From an optimization exercise on the open Yosys and OpenROAD flow, aimed at small area, a short achievable clock period and few clock cycles per item; shortcuts taken in it are not production practice.
Function was checked by simulation only, so behaviour that the tests miss may differ from the original.

==> job 6346 <==
==> flow/design.v (excerpt) <==
module glemi_alu (
    input  wire        clk,
    input  wire        rst,
    input  wire        in_valid,
    output wire        in_ready,
    input  wire [5:0]  in_fn,
    input  wire [31:0] in_a,
    input  wire [31:0] in_b,
    input  wire [3:0]  in_flags,
    output reg         out_valid,
    output reg  [31:0] out_rd,
    output wire [31:0] out_rr,
    output reg         out_wr_rd,
    output reg         out_wr_rr,
    output wire [3:0]  out_flags,
    output reg         out_dz,
    output reg         out_illegal
);
    localparam FN_ADD   = 6'h00, FN_ADC   = 6'h01, FN_SUB   = 6'h02, FN_SBC  = 6'h03;
    localparam FN_CMP   = 6'h04, FN_NEG   = 6'h05, FN_AND   = 6'h06, FN_OR   = 6'h07;
    localparam FN_XOR   = 6'h08, FN_ANDN  = 6'h09, FN_NOT   = 6'h0A, FN_TST  = 6'h0B;
    localparam FN_MOV   = 6'h0C;
    localparam FN_LSL   = 6'h10, FN_LSR   = 6'h11, FN_ASR   = 6'h12, FN_ROR  = 6'h13;
    localparam FN_MUL   = 6'h18, FN_MULHS = 6'h19, FN_MULHU = 6'h1A;
    localparam FN_DIVS  = 6'h1C, FN_DIVU  = 6'h1D;
    localparam FN_SEXTB = 6'h20, FN_SEXTH = 6'h21, FN_ZEXTB = 6'h22, FN_ZEXTH = 6'h23;
    localparam FN_CLZ   = 6'h24;
    localparam S_EX   = 0,    
               S_MUL  = 1,    
               S_MALN = 2,    
               S_DNB  = 3,    
               S_DCLZ = 4,    
               S_DP2  = 5,    
               S_DIT  = 6,    
               S_DNR  = 7,    
               S_DNQ  = 8,    
               S_N    = 9;
    localparam R_ADD = 0, R_AND = 1, R_OR = 2, R_XOR = 3, R_ANDN = 4, R_NOT = 5,
               R_MOV = 6, R_SH = 7, R_SEXTB = 8, R_SEXTH = 9, R_ZEXTB = 10,
               R_ZEXTH = 11, R_CLZ = 12, R_DIV = 13, R_N = 14;
  ...
export LEC_CHECK = 0
export ABC_AREA = 1
export CAP_MARGIN = 20
export CORE_MARGIN = 2
export CORE_UTILIZATION = 45
export SETUP_SLACK_MARGIN = 5
export SLEW_MARGIN = 20
create_clock -name core_clock -period 11.0 [get_ports {clk}]
standard.sh (not shown) runs the stock make flow with config.mk's settings and CLKGATE_MAP_FILE= SYNTH_SCRIPT=/design/flow/synth_recipe.tcl, a recipe that flattens the netlist after the stock synthesis.
==> flow/flow/run.sh <==
#!/bin/bash
set -e
export BUFFER_PORTS_ARGS="-buffer_cell sky130_fd_sc_hd__buf_1"
bash standard.sh > standard.log 2>&1
==> inputs of job 2770, as changes to job 6346 <==
--- a/flow/design.v
+++ b/flow/design.v
@@ -50,18 +50,16 @@
     reg        bz1;
     reg [S_N-1:0] st;
     reg        rdy;               
     reg [4:0]  cnt;
     reg [3:0]  kreg;              
     reg [1:0]  mb_one, mb_two, mb_neg;    
     reg        dlast;             
     reg [4:0]  dsh;               
-    reg [4:0]  ta_r, ra_r;        
-    reg        mpb_r;             
     reg        dsmall;            
     reg        qneg, rneg, dovf;
     reg [33:0] H;                 
     reg        nz_sel;
     reg [3:0]  fl_r;
     assign out_rr    = H[31:0];
     assign out_flags = {nz_sel ? out_rd[31] : fl_r[3],
                         nz_sel ? (out_rd == 32'd0) : fl_r[2],
@@ -150,27 +148,34 @@
             clz32 = (v == 32'd0) ? 6'd32 : {1'b0, z16, z8, z4, z2, z1};
         end
     endfunction
     wire [5:0]  clz_a  = clz32(a1);
     wire [5:0]  clz_b  = clz32(b1);
     wire [4:0]  k5     = b1[4:0];
     wire        k_ge32 = |b1[31:5];
     wire        k_is32 = (b1 == 32'd32);
+    wire [4:0]  m_s    = 5'd0 - {kreg[2:0], 2'b00};     
+    wire        m_pb   = (fn1 == FN_MUL) || (kreg == 4'd9);  
     wire        sh_l   = (fn1[1:0] == 2'd0);            
-    wire [4:0]  t_amt  = ta_r;
-    wire [4:0]  r_amt  = ra_r;
+    reg  [4:0]  t_amt, r_amt;
     reg  [31:0] r_p, r_q;
     always @(*) begin
+        t_amt = k5;
+        r_amt = sh_l ? (5'd0 - k5) : k5;
         r_p   = a1;
         r_q   = a1;
         if (st_maln) begin
-            r_p   = mpb_r ? b1 : H[31:0];
-            r_q   = mpb_r ? H[31:0] : {{31{H[33]}}, H[32]};
+            t_amt = m_s;
+            r_amt = m_s;
+            r_p   = m_pb ? b1 : H[31:0];
+            r_q   = m_pb ? H[31:0] : {{31{H[33]}}, H[32]};
         end else if (st_dp2) begin
+            t_amt = dsh;
+            r_amt = 5'd0 - dsh;
             r_p   = b1;
             r_q   = b1;
         end
     end
     wire [31:0] tm  = 32'hFFFF_FFFF << t_amt;
     wire [31:0] r_x = (r_p & tm) | (r_q & ~tm);
     function [31:0] rotr32(input [31:0] v, input [4:0] s);
         reg [31:0] t;
@@ -331,23 +336,21 @@
     wire qneg_nx   = dset ? (d_sgn & (a1[31] ^ b1[31])) : qneg;
     wire rneg_nx   = dset ? a_neg : rneg;
     wire done_nx   = (st_nx[S_EX]  && single_nx) ||
                      st_nx[S_MALN] ||
                      (st_nx[S_DIT] && dlast_nx && !qneg_nx && !rneg_nx) ||
                      (st_nx[S_DNR] && !qneg_nx) ||
                      st_nx[S_DNQ];
     wire        mx_nx  = st_mul && (kreg == 4'd9) && (cnt == 5'd2);    
-    wire [4:0]  nd     = mx_nx ? {4'd0, b1[3]} : b1[7:3];
-    wire [2:0]  nda0   = booth_dec({in_a[1:0], 1'b0});
-    wire [2:0]  nda1   = booth_dec(in_a[3:1]);
-    wire [2:0]  ndb0   = booth_dec({in_b[1:0], 1'b0});
-    wire [2:0]  ndb1   = booth_dec(in_b[3:1]);
-    wire [2:0]  nd0    = take ? (in_swap ? nda0 : ndb0) : booth_dec(nd[2:0]);
-    wire [2:0]  nd1    = take ? (in_swap ? nda1 : ndb1) : booth_dec(nd[4:2]);
+    wire [31:0] in_y   = in_swap ? in_a : in_b;
+    wire [4:0]  nd     = take ? {in_y[3:0], 1'b0} :
+                         mx_nx ? {4'd0, b1[3]} : b1[7:3];
+    wire [2:0]  nd0    = booth_dec(nd[2:0]);
+    wire [2:0]  nd1    = booth_dec(nd[4:2]);
     always @(posedge clk) begin
         if (rst) begin
             v1        <= 1'b0;
             st        <= {{(S_N-1){1'b0}}, 1'b1};
             rdy       <= 1'b1;
             out_valid <= 1'b0;
         end else begin
             v1        <= v1_nx;
@@ -393,27 +396,16 @@
         qneg  <= qneg_nx;
         rneg  <= rneg_nx;
         if (dset)
             dovf <= d_sgn & (a1 == 32'h8000_0000) & (b1 == 32'hFFFF_FFFF);
         if ((st_ex && div1) || st_dclz) begin
             dsh    <= clz_b[4:0] - clz_a[4:0];
             dsmall <= (clz_b < clz_a);
         end
-        if (take) begin
-            ta_r <= in_b[4:0];
-            ra_r <= (in_fn[1:0] == 2'd0) ? (5'd0 - in_b[4:0]) : in_b[4:0];
-        end else if (st_ex && mul1) begin
-            ta_r  <= 5'd0 - {m_k[2:0], 2'b00};           
-            ra_r  <= 5'd0 - {m_k[2:0], 2'b00};
-            mpb_r <= (fn1 == FN_MUL) || (m_k == 4'd9);
-        end else if ((st_ex && div1) || st_dclz) begin
-            ta_r <= clz_b[4:0] - clz_a[4:0];
-            ra_r <= clz_a[4:0] - clz_b[4:0];
-        end
     end
     always @(posedge clk) begin
         if (take) begin
             fn1     <= in_fn;
             a1      <= in_swap ? in_b : in_a;
             b1      <= in_swap ? in_a : in_b;
             fl1     <= in_flags;
             mul1    <= in_is_mul;
@@ -428,20 +420,20 @@
             if (mul_step)
                 b1 <= {m_sum[3:0], b1[31:4]};
             if (dset && a_neg)
                 a1 <= add_res;
             if (st_dnb)
                 b1 <= add_res;
             if (st_dp2 && !dsmall)
                 b1 <= rot & tm;
-            if (st_dit && d_ge)
-                a1 <= add_res;
-            if (st_dit)
+            if (st_dit) begin
+                a1 <= d_rem;
                 b1 <= {1'b0, b1[31:1]};
+            end
             if (st_dnr && qneg)
                 a1 <= add_res;
         end
     end
     always @(posedge clk) begin
         if (mul_step)
             H <= m_hn;
         else if (st_dp2)
==> flow/run.sh (new file) <==
#!/bin/bash
# synth_recipe.tcl (not shown) runs the flow's synth.tcl, then flattens the netlist and writes it again
# the make line also repeats each setting of config.mk as NAME=value (left out here)
make -C /OpenROAD-flow-scripts/flow DESIGN_CONFIG=/design/flow/config.mk WORK_HOME=/design/flow/orfs CLKGATE_MAP_FILE= SYNTH_SCRIPT=/design/flow/synth_recipe.tcl finish
CORE_UTILIZATION = 70   (was 45)
removed: flow/flow/run.sh
removed: flow/standard.sh
==> inputs of job 1897, as changes to job 6346 <==
==> flow/flow/run.sh (replaced) <==
#!/bin/bash
set -e
export BUFFER_PORTS_ARGS="-buffer_cell sky130_fd_sc_hd__buf_1"
export ADDER_MAP_FILE=
export SETUP_SLACK_MARGIN=7.25
bash standard.sh > standard.log 2>&1
SETUP_SLACK_MARGIN = default   (was 5)
==> inputs of job 6506, as changes to job 6346 <==
==> flow/run.sh (new file) <==
#!/bin/bash
# synth_recipe.tcl (not shown) runs the flow's synth.tcl, then flattens the netlist and writes it again
# the make line also repeats each setting of config.mk as NAME=value (left out here)
make -C /OpenROAD-flow-scripts/flow DESIGN_CONFIG=/design/flow/config.mk WORK_HOME=/design/flow/orfs CLKGATE_MAP_FILE= SYNTH_SCRIPT=/design/flow/synth_recipe.tcl finish
CORE_UTILIZATION = 55   (was 45)
removed: flow/flow/run.sh
removed: flow/standard.sh
==> metrics.cfg <==
[worst_setup_path]
cp-end-kind=flip-flop

[outcome]
outcome=no timing/DRC/antenna violations

[clock_tree]
cts_resized=0
clkTransAtPathRegs_ps=70

[detailed_routing]
drt-total-wl_mm=180.6
met3_length_mm=35.84

[timing]
setup_slack_ps=5144

[final_layout]
layout.non_clock_buffers=219
stdcell_area_sq_um=33280

[placed_design]
dp_slack_ps=5273
hpwl_mm=130.6

[global_routing]
grt_pass1_vias=35420
grt.met3_usage=0.4103

[power_and_ir_drop]
power_w=0.007770

[die]
num_rows=86

[yosys]
synthTopCellsByCount=1135 x nand2_1, 585 x nand3_1, 487 x o21ai_0

[end of results for job 6506]
==> metrics.cfg <==
[outcome]
outcome=no timing/DRC/antenna violations

[global_routing]
grt.met3_usage=0.2717
grt_pass1_vias=35400

[yosys]
synth_xor_area_frac=0.02682
synthTopCellsByCount=1338 x nand2_1, 680 x nand3_1, 530 x inv_1

[detailed_routing]
drt-total-wl_mm=191.4

[die]
num_rows=94

[timing]
setup_slack_ps=6513
period_minus_slack_ps=4487

[placed_design]
dp_slack_ps=5867

[power_and_ir_drop]
power_w=0.007375

[final_layout]
stdcell_area_sq_um=35340

[worst_setup_path]
cp-end-kind=output pin

[clock_tree]
cts_resized=146
clkTransAtPathRegs_ps=60
root_buffer=clkbuf_16

[end of results for job 1897]
==> metrics.cfg <==
[global_routing]
grt_pass1_vias=35020
overflow=0

[final_layout]
diodes=19
layout.non_clock_buffers=247
stdcell_area_sq_um=32710
largest_reg_flops=34

[timing]
setup_slack_ps=5392

[detailed_routing]
drt-total-wl_mm=193.0
met3_length_mm=32.68

[yosys]
synthTopCellsByCount=1135 x nand2_1, 585 x nand3_1, 487 x o21ai_0

[die]
num_rows=95

[power_and_ir_drop]
power_w=0.007835

[clock_tree]
clkTransAtPathRegs_ps=60
cts_resized=0

[placed_design]
hpwl_mm=145.2
dp_slack_ps=5608

[min_path]
min_from=fl1[3]$_DFFE_PP_

[outcome]
outcome=no timing/DRC/antenna violations

[worst_setup_path]
cp-end-kind=flip-flop

[end of results for job 6346]
==> metrics.cfg <==
[yosys]
synth-adder-area-share=0.1233
yosysMostFrequentCell=nand2_1
syn_nets=5078
synth_warnings=3
synth_cell_type_count=74
synth_edf_count=150
synthTopCellsByCount=982 x nand2_1, 579 x o21ai_0, 472 x nand3_1

[die]
num_rows=76

[outcome]
lastStage=global routing (5_1_grt)
outcome=stopped before the end
firstError=[ERROR GRT-0183] Net _1217_: the 3D maze router ran out of legal paths (heap underflow) - the net is boxed in by local congestion or blockages.

[clock_tree]
cts_resized=0

[placed_design]
hpwl_mm=115.6
dp_slack_ps=5520
port_buffers=150

[end of results for job 2770]
Testbench counts of job 6346, summed over its fixed seeds: cycles 44,555, ops 24,000.
Testbench counts of job 2770, summed over its fixed seeds: cycles 44,555, ops 24,000.
Testbench counts of job 1897, summed over its fixed seeds: cycles 44,555, ops 24,000.
Testbench counts of job 6506, summed over its fixed seeds: cycles 44,555, ops 24,000.

re-timing with driven ports:
In the flow no input, the clock included, has a driving cell. The finished layouts below were timed again as built, in two steps. Step 1, drivers: a clkbuf_16 drives clk and a buf_2 each remaining input, both assumed. Step 2 times the ports against the registers' clock, not the clock port: input delays grow and output delays shrink by t, the midpoint of the rising clock arrivals with the driver on. a / b / c = ideal / step 1 / step 2; a / b = the first two.
run	t (ns)	slack for setup (ns)	clock arrival spread, ns	slew at the worst register clock pin (ns)	worst data-port slew with drivers (ns)
job 6346	0.706	5.392 / 5.392 / 5.392	0.043 / 0.043	0.08 / 0.08	0.04
job 1897	0.696	6.513 / 6.437 / 6.560	0.022 / 0.022	0.08 / 0.08	0.06
job 6506	0.703	5.144 / 5.144 / 5.090	0.024 / 0.024	0.08 / 0.08	0.05
After both steps every run listed still meets setup and hold. The setup slack of job 6506, which loses most, moves by 0.000 ns with the drivers and by -0.054 ns with both steps.
